Source: an optimization exercise on an open RTL-to-GDS flow (aim: small area and a short achievable clock period). Production flows keep margins and buffers that such runs may drop.

==> wip/lagoon: inputs <==
==> flow/design.v <==
module ca_channel (
    input  wire        clk,
    input  wire        rst,         
    input  wire        start,       
    input  wire        upd,         
    input  wire [5:0]  prn,         
    input  wire [5:0]  noise_prn,   
    input  wire [1:0]  dsel,        
    input  wire [7:0]  moff,        
    input  wire [31:0] fc,          
    input  wire [31:0] fk,          
    input  wire        s_valid,
    input  wire [7:0]  s_i,
    input  wire [7:0]  s_q,
    output reg         dump_valid,
    output wire [31:0] ve_i, ve_q,
    output wire [31:0] e_i,  e_q,
    output wire [31:0] p_i,  p_q,
    output wire [31:0] l_i,  l_q,
    output wire [31:0] vl_i, vl_q,
    output wire [31:0] n_i,  n_q,
    output wire [31:0] m_i,  m_q,
    output wire [63:0] carr_phase,
    output wire [31:0] code_frac
);
    localparam signed [31:0] FC_MIN = -32'sd225443840;    
    localparam signed [31:0] FC_MAX = -32'sd224395264;    
    localparam        [31:0] FK_MIN = 32'd26816795;       
    localparam        [31:0] FK_MAX = 32'd26817867;       
    function [31:0] clamp_fc(input [31:0] w);
        if ($signed(w) < FC_MIN)      clamp_fc = FC_MIN;
        else if ($signed(w) > FC_MAX) clamp_fc = FC_MAX;
        else                          clamp_fc = w;
    endfunction
    function [31:0] clamp_fk(input [31:0] w);
        if (w < FK_MIN)      clamp_fk = FK_MIN;
        else if (w > FK_MAX) clamp_fk = FK_MAX;
        else                 clamp_fk = w;
    endfunction
    function [20:0] pack_fc(input [31:0] w);
        reg [31:0] c;
        begin
            c = clamp_fc(w);
            pack_fc = {c[21], c[19:0]};
        end
    endfunction
    function [10:0] pack_fk(input [31:0] w);
        reg [31:0] c;
        begin
            c = clamp_fk(w);
            pack_fk = c[10:0];
        end
    endfunction
    function [7:0] g2_taps(input [5:0] p);    
        case (p)
            6'd1:  g2_taps = {4'd2, 4'd6};   6'd2:  g2_taps = {4'd3, 4'd7};
            6'd3:  g2_taps = {4'd4, 4'd8};   6'd4:  g2_taps = {4'd5, 4'd9};
            6'd5:  g2_taps = {4'd1, 4'd9};   6'd6:  g2_taps = {4'd2, 4'd10};
            6'd7:  g2_taps = {4'd1, 4'd8};   6'd8:  g2_taps = {4'd2, 4'd9};
            6'd9:  g2_taps = {4'd3, 4'd10};  6'd10: g2_taps = {4'd2, 4'd3};
            6'd11: g2_taps = {4'd3, 4'd4};   6'd12: g2_taps = {4'd5, 4'd6};
            6'd13: g2_taps = {4'd6, 4'd7};   6'd14: g2_taps = {4'd7, 4'd8};
            6'd15: g2_taps = {4'd8, 4'd9};   6'd16: g2_taps = {4'd9, 4'd10};
            6'd17: g2_taps = {4'd1, 4'd4};   6'd18: g2_taps = {4'd2, 4'd5};
            6'd19: g2_taps = {4'd3, 4'd6};   6'd20: g2_taps = {4'd4, 4'd7};
            6'd21: g2_taps = {4'd5, 4'd8};   6'd22: g2_taps = {4'd6, 4'd9};
            6'd23: g2_taps = {4'd1, 4'd3};   6'd24: g2_taps = {4'd4, 4'd6};
            6'd25: g2_taps = {4'd5, 4'd7};   6'd26: g2_taps = {4'd6, 4'd8};
            6'd27: g2_taps = {4'd7, 4'd9};   6'd28: g2_taps = {4'd8, 4'd10};
            6'd29: g2_taps = {4'd1, 4'd6};   6'd30: g2_taps = {4'd2, 4'd7};
            6'd31: g2_taps = {4'd3, 4'd8};   6'd32: g2_taps = {4'd4, 4'd9};
            6'd33: g2_taps = {4'd5, 4'd10};  6'd34: g2_taps = {4'd4, 4'd10};
            6'd35: g2_taps = {4'd1, 4'd7};   6'd36: g2_taps = {4'd2, 4'd8};
            6'd37: g2_taps = {4'd4, 4'd10};
            default: g2_taps = {4'd2, 4'd6};
        endcase
    endfunction
    function ca_chip(input [10:1] g1s, input [10:1] g2s, input [5:0] p);
        reg [7:0] t;
        begin
            t = g2_taps(p);
            ca_chip = g1s[10] ^ g2s[t[7:4]] ^ g2s[t[3:0]];
        end
    endfunction
    localparam [10:1] G1_1021 = 10'b0011111111, G2_1021 = 10'b1011111111;
    localparam [10:1] G1_1022 = 10'b0111111111, G2_1022 = 10'b0111111111;
    localparam [10:1] G1_0    = 10'b1111111111, G2_0    = 10'b1111111111;
    localparam [10:1] G1_1    = 10'b1111111110, G2_1    = 10'b1111111110;
    localparam [10:1] G1_2    = 10'b1111111100, G2_2    = 10'b1111111100;
    localparam [10:1] G1_3    = 10'b1111111000, G2_3    = 10'b1111111001;
    function [32:0] spacing_d(input [1:0] s);
        case (s)
            2'd0: spacing_d = 33'd429496730;     
            2'd1: spacing_d = 33'd858993459;     
            2'd2: spacing_d = 33'h080000000;     
            default: spacing_d = 33'h100000000;  
        endcase
    endfunction
    function [32:0] spacing_h(input [1:0] s);
        case (s)
            2'd0: spacing_h = 33'd214748365;     
            2'd1: spacing_h = 33'd429496730;     
            2'd2: spacing_h = 33'h040000000;     
            default: spacing_h = 33'h080000000;  
        endcase
    endfunction
    reg        running;
    reg [5:0]  prn_r, nprn_r;
    reg [20:0] fc_r, fc_q;
    reg [10:0] fk_r, fk_q;
    reg [1:0]  dsel_r, dsel_q;
    reg [7:0]  moff_r, moff_q;
    reg [31:0] plo;             
    reg [31:0] phi;             
    reg        dec1;            
    reg [31:0] frac;            
    reg [10:1] g1, g2;          
    reg [4:0]  win;             
    reg [2:0]  nwin;            
    wire [31:0] fc_w = {10'b1111001010, fc_r[20], ~fc_r[20], fc_r[19:0]};
    wire [31:0] fk_w = {FK_MIN[31:11], fk_r};
    wire        take     = running && s_valid && !start && !rst;
    wire [32:0] frac_sum = {1'b0, frac} + {1'b0, fk_w};
    wire        chip_adv = frac_sum[32];
    wire        at_last  = (g1 == G1_2);          
    wire        bnd      = take && chip_adv && at_last;
    wire [32:0] plo_sum  = {1'b0, plo} + {1'b0, fc_w};
    wire g1_fb = g1[3] ^ g1[10];
    wire g2_fb = g2[2] ^ g2[3] ^ g2[6] ^ g2[8] ^ g2[9] ^ g2[10];
    always @(posedge clk) begin
        if (rst)
            running <= 1'b0;
        else if (start)
            running <= 1'b1;
    end
    always @(posedge clk) begin
        if (start || upd) begin
            fc_q   <= pack_fc(fc);
            fk_q   <= pack_fk(fk);
            dsel_q <= dsel;
            moff_q <= moff;
        end
        if (start) begin
            prn_r  <= prn;
            nprn_r <= noise_prn;
            fc_r   <= pack_fc(fc);
            fk_r   <= pack_fk(fk);
            dsel_r <= dsel;
            moff_r <= moff;
        end else if (bnd) begin
            fc_r   <= fc_q;
            fk_r   <= fk_q;
            dsel_r <= dsel_q;
            moff_r <= moff_q;
        end
    end
    always @(posedge clk) begin
        if (start) begin
            plo    <= 32'd0;
            frac   <= 32'd0;
            g1     <= G1_3;
            g2     <= G2_3;
            win    <= {ca_chip(G1_2, G2_2, prn), ca_chip(G1_1, G2_1, prn),
                       ca_chip(G1_0, G2_0, prn), ca_chip(G1_1022, G2_1022, prn),
                       ca_chip(G1_1021, G2_1021, prn)};
            nwin   <= {ca_chip(G1_2, G2_2, noise_prn), ca_chip(G1_1, G2_1, noise_prn),
                       ca_chip(G1_0, G2_0, noise_prn)};
        end else if (take) begin
            plo    <= plo_sum[31:0];
            frac   <= frac_sum[31:0];
            if (chip_adv) begin
                win  <= {ca_chip(g1, g2, prn_r), win[4:1]};
                nwin <= {ca_chip(g1, g2, nprn_r), nwin[2:1]};
                g1   <= {g1[9:1], g1_fb};
                g2   <= {g2[9:1], g2_fb};
            end
        end
    end
    reg [7:0] cs;    
    always @* begin
        case (plo[31:27])
            5'd0:  cs = { 4'sd7,  4'sd1};  5'd1:  cs = { 4'sd7,  4'sd2};
            5'd2:  cs = { 4'sd6,  4'sd3};  5'd3:  cs = { 4'sd5,  4'sd4};
            5'd4:  cs = { 4'sd4,  4'sd5};  5'd5:  cs = { 4'sd3,  4'sd6};
            5'd6:  cs = { 4'sd2,  4'sd7};  5'd7:  cs = { 4'sd1,  4'sd7};
            5'd8:  cs = {-4'sd1,  4'sd7};  5'd9:  cs = {-4'sd2,  4'sd7};
            5'd10: cs = {-4'sd3,  4'sd6};  5'd11: cs = {-4'sd4,  4'sd5};
            5'd12: cs = {-4'sd5,  4'sd4};  5'd13: cs = {-4'sd6,  4'sd3};
            5'd14: cs = {-4'sd7,  4'sd2};  5'd15: cs = {-4'sd7,  4'sd1};
            5'd16: cs = {-4'sd7, -4'sd1};  5'd17: cs = {-4'sd7, -4'sd2};
            5'd18: cs = {-4'sd6, -4'sd3};  5'd19: cs = {-4'sd5, -4'sd4};
            5'd20: cs = {-4'sd4, -4'sd5};  5'd21: cs = {-4'sd3, -4'sd6};
            5'd22: cs = {-4'sd2, -4'sd7};  5'd23: cs = {-4'sd1, -4'sd7};
            5'd24: cs = { 4'sd1, -4'sd7};  5'd25: cs = { 4'sd2, -4'sd7};
            5'd26: cs = { 4'sd3, -4'sd6};  5'd27: cs = { 4'sd4, -4'sd5};
            5'd28: cs = { 4'sd5, -4'sd4};  5'd29: cs = { 4'sd6, -4'sd3};
            5'd30: cs = { 4'sd7, -4'sd2};  default: cs = { 4'sd7, -4'sd1};
        endcase
    end
    wire [32:0] sd = spacing_d(dsel_r);
    wire [32:0] sh = spacing_h(dsel_r);
    wire        ve_lo = {1'b0, frac} < sd;                       
    wire        e_lo  = {1'b0, frac} < sh;
    wire [33:0] l_s   = {2'b00, frac} + {1'b0, sh};
    wire [33:0] vl_s  = {2'b00, frac} + {1'b0, sd};
    wire        l_hi  = l_s[33] | l_s[32];                       
    wire        vl_hi = vl_s[33] | vl_s[32];
    wire [8:0]  m_s   = {3'b000, frac[31:26]} + {moff_r[7], moff_r};
    wire [2:0]  m_ix  = m_s[8:6] + 3'd2;                         
    wire [6:0]  tb;     
    assign tb[0] = ve_lo ? win[1] : win[2];
    assign tb[1] = e_lo  ? win[1] : win[2];
    assign tb[2] = win[2];
    assign tb[3] = l_hi  ? win[3] : win[2];
    assign tb[4] = vl_hi ? win[3] : win[2];
    assign tb[5] = nwin[0];
    assign tb[6] = win[m_ix];
    reg st1;
    always @(posedge clk) begin
        st1  <= start;
        dec1 <= take && !plo_sum[32];
        if (st1)
            phi <= 32'd0;
        else
            phi <= phi - {31'd0, dec1};
    end
    reg               tk1, bnd1;
    reg signed [7:0]  si1, sq1;
    reg        [7:0]  cs1;
    reg        [6:0]  tb1;
    reg        [31:0] plo1, frac1;     
    always @(posedge clk) begin
        tk1   <= take;
        bnd1  <= bnd;
        si1   <= s_i;
        sq1   <= s_q;
        cs1   <= cs;
        tb1   <= tb;
        plo1  <= plo;
        frac1 <= frac;
    end
    wire signed [3:0]  c_cos = cs1[7:4];
    wire signed [3:0]  c_sin = cs1[3:0];
    wire signed [12:0] bb_i  = si1 * c_cos + sq1 * c_sin;
    wire signed [12:0] bb_q  = sq1 * c_cos - si1 * c_sin;
    reg               bnd2, st2;
    reg signed [11:0] bi2, bq2;        
    reg        [6:0]  tb2;
    always @(posedge clk) begin
        bnd2 <= bnd1;
        st2  <= st1;
        bi2  <= tk1 ? bb_i[11:0] : 12'd0;
        bq2  <= tk1 ? bb_q[11:0] : 12'd0;
        tb2  <= tk1 ? tb1 : 7'd0;
    end
    reg signed [28:0] acc_i [0:6];
    reg signed [28:0] acc_q [0:6];
    reg signed [28:0] sum_i [0:6];
    reg signed [28:0] sum_q [0:6];
    reg signed [28:0] out_i [0:6];
    reg signed [28:0] out_q [0:6];
    reg        [63:0] cp_r;
    reg        [31:0] cf_r;
    integer k;
    always @* begin
        for (k = 0; k < 7; k = k + 1) begin
            sum_i[k] = tb2[k] ? acc_i[k] - bi2 : acc_i[k] + bi2;
            sum_q[k] = tb2[k] ? acc_q[k] - bq2 : acc_q[k] + bq2;
        end
    end
    always @(posedge clk) begin
        for (k = 0; k < 7; k = k + 1) begin
            if (bnd2 || st2) begin
                acc_i[k] <= 29'sd0;
                acc_q[k] <= 29'sd0;
            end else begin
                acc_i[k] <= sum_i[k];
                acc_q[k] <= sum_q[k];
            end
        end
    end
    always @(posedge clk) begin
        dump_valid <= bnd2;
        if (bnd2) begin
            for (k = 0; k < 7; k = k + 1) begin
                out_i[k] <= sum_i[k];
                out_q[k] <= sum_q[k];
            end
            cp_r <= {phi, plo1};
            cf_r <= frac1;
        end
    end
    assign ve_i = {{3{out_i[0][28]}}, out_i[0]};  assign ve_q = {{3{out_q[0][28]}}, out_q[0]};
    assign e_i  = {{3{out_i[1][28]}}, out_i[1]};  assign e_q  = {{3{out_q[1][28]}}, out_q[1]};
    assign p_i  = {{3{out_i[2][28]}}, out_i[2]};  assign p_q  = {{3{out_q[2][28]}}, out_q[2]};
    assign l_i  = {{3{out_i[3][28]}}, out_i[3]};  assign l_q  = {{3{out_q[3][28]}}, out_q[3]};
    assign vl_i = {{3{out_i[4][28]}}, out_i[4]};  assign vl_q = {{3{out_q[4][28]}}, out_q[4]};
    assign n_i  = {{3{out_i[5][28]}}, out_i[5]};  assign n_q  = {{3{out_q[5][28]}}, out_q[5]};
    assign m_i  = {{3{out_i[6][28]}}, out_i[6]};  assign m_q  = {{3{out_q[6][28]}}, out_q[6]};
    assign carr_phase = cp_r;
    assign code_frac  = cf_r;
endmodule
==> flow/run.sh <==
#!/bin/bash
# synth_recipe.tcl (not shown) runs the flow's synth.tcl, then flattens the netlist and writes it again
# the make line also repeats each setting of config.mk as NAME=value (left out here)
make -C /OpenROAD-flow-scripts/flow DESIGN_CONFIG=/design/flow/config.mk WORK_HOME=/design/flow/orfs CLKGATE_MAP_FILE= SYNTH_SCRIPT=/design/flow/synth_recipe.tcl finish
==> flow/config.mk <==
export PLATFORM = sky130hd
export DESIGN_NAME = ca_channel
export DESIGN_NICKNAME = ca_channel
export VERILOG_FILES = /design/flow/design.v
export SDC_FILE = /design/flow/constraint.sdc
export NUM_CORES = 4
export LEC_CHECK = 0
export CAP_MARGIN = 20
export CORE_MARGIN = 2
export CORE_UTILIZATION = 40
export SLEW_MARGIN = 20
==> flow/constraint.sdc <==
create_clock -name core_clock -period 10.0 [get_ports {clk}]
set_input_delay 2.0000 -clock core_clock [delete_from_list [all_inputs] [get_ports {clk}]]
set_output_delay 2.0000 -clock core_clock [all_outputs]
set_load 0.01 [all_outputs]
==> wip/delta (differences from wip/lagoon) <==
Settings changed: ABC_CLOCK_PERIOD_IN_PS set to 3000, CORE_UTILIZATION 40 to 55, SETUP_SLACK_MARGIN set to 5.
==> run notes <==
Of wip/delta and wip/lagoon, wip/delta has the higher hold slack (gap 46 ps). wip/delta completed without violations. wip/lagoon completed without violations. Global-route usage: wip/lagoon is lower than wip/delta (6.0 points). Between wip/delta and wip/lagoon, the lower register-to-register slack is in wip/lagoon (gap 2000 ps). Against wip/lagoon, the worst setup slack of wip/delta is better by 2000 ps. Between wip/lagoon and wip/delta, the lower count of clock-buffer cells in the layout is in wip/delta (gap 10). Of wip/delta and wip/lagoon, wip/delta has the higher non-clock buffer count (gap 52). Sequential cell count is the same in wip/lagoon and wip/delta. In synthesized cell count, wip/delta and wip/lagoon do not differ.
==> figures <==
Status: wip/delta timing/DRC/antenna clean; wip/lagoon timing/DRC/antenna clean
Via count of the first global-routing pass: wip/delta 53200; wip/lagoon 53900
Final non-filler cell area: wip/delta 87500 um2; wip/lagoon 87300 um2
RSZ-0062 raised after global routing: wip/delta true; wip/lagoon false
Met2 routing resource usage after global routing: wip/delta 45.2%; wip/lagoon 38.3%
Met3 Usage GRT: wip/delta 5.22%; wip/lagoon 3.69%
Area delta synth->final: wip/delta 18.9%; wip/lagoon 18.6%
Number of multi-input logic gates: wip/delta 5365; wip/lagoon 5364
Fill cell count: wip/delta 10700; wip/lagoon 17000
Peak clock frequency supported by timing: wip/delta 205 MHz; wip/lagoon 146 MHz
Clock buffer count: wip/delta 185; wip/lagoon 195
Number of buffers inserted during clock tree synthesis: wip/delta 142; wip/lagoon 147
Setup WS post-layout: wip/delta 5130 ps; wip/lagoon 3160 ps
Register Area: wip/delta 31700 um2; wip/lagoon 31700 um2
Sum of met2 wire segment lengths after detailed routing: wip/delta 91.4 mm; wip/lagoon 103 mm
No run of this note included a check of the RTL's function; only the layout flow was run.

port drivers added, routing unchanged:
No port has a modelled driver above. Below, the same layouts with a new extraction and two added sets of constraints. Step 1 assumes that a clkbuf_16 drives the clock port and a buf_2 every other input. Step 2 moves the port delays by t, midway between the first and last clock arrival at a register: inputs arrive t later, outputs are due t later. That takes back most of the time a late clock gives input paths. Three values: ideal ports, drivers, drivers and shift; two values: the first two.
run	t, ns	setup WS [ns]	worst hold slack (ns)	clock arrival spread, ns
wip/lagoon	0.873	3.157 / 3.157 / 3.157	0.335 / 0.335 / 0.335	0.041 / 0.041
wip/delta	0.852	5.132 / 5.132 / 4.376	0.381 / 0.381 / 0.381	0.029 / 0.030
After both steps every run listed still meets setup and hold. For wip/delta, which loses most, drivers alone change the setup slack by 0.000 ns; drivers and shift together by -0.756 ns.
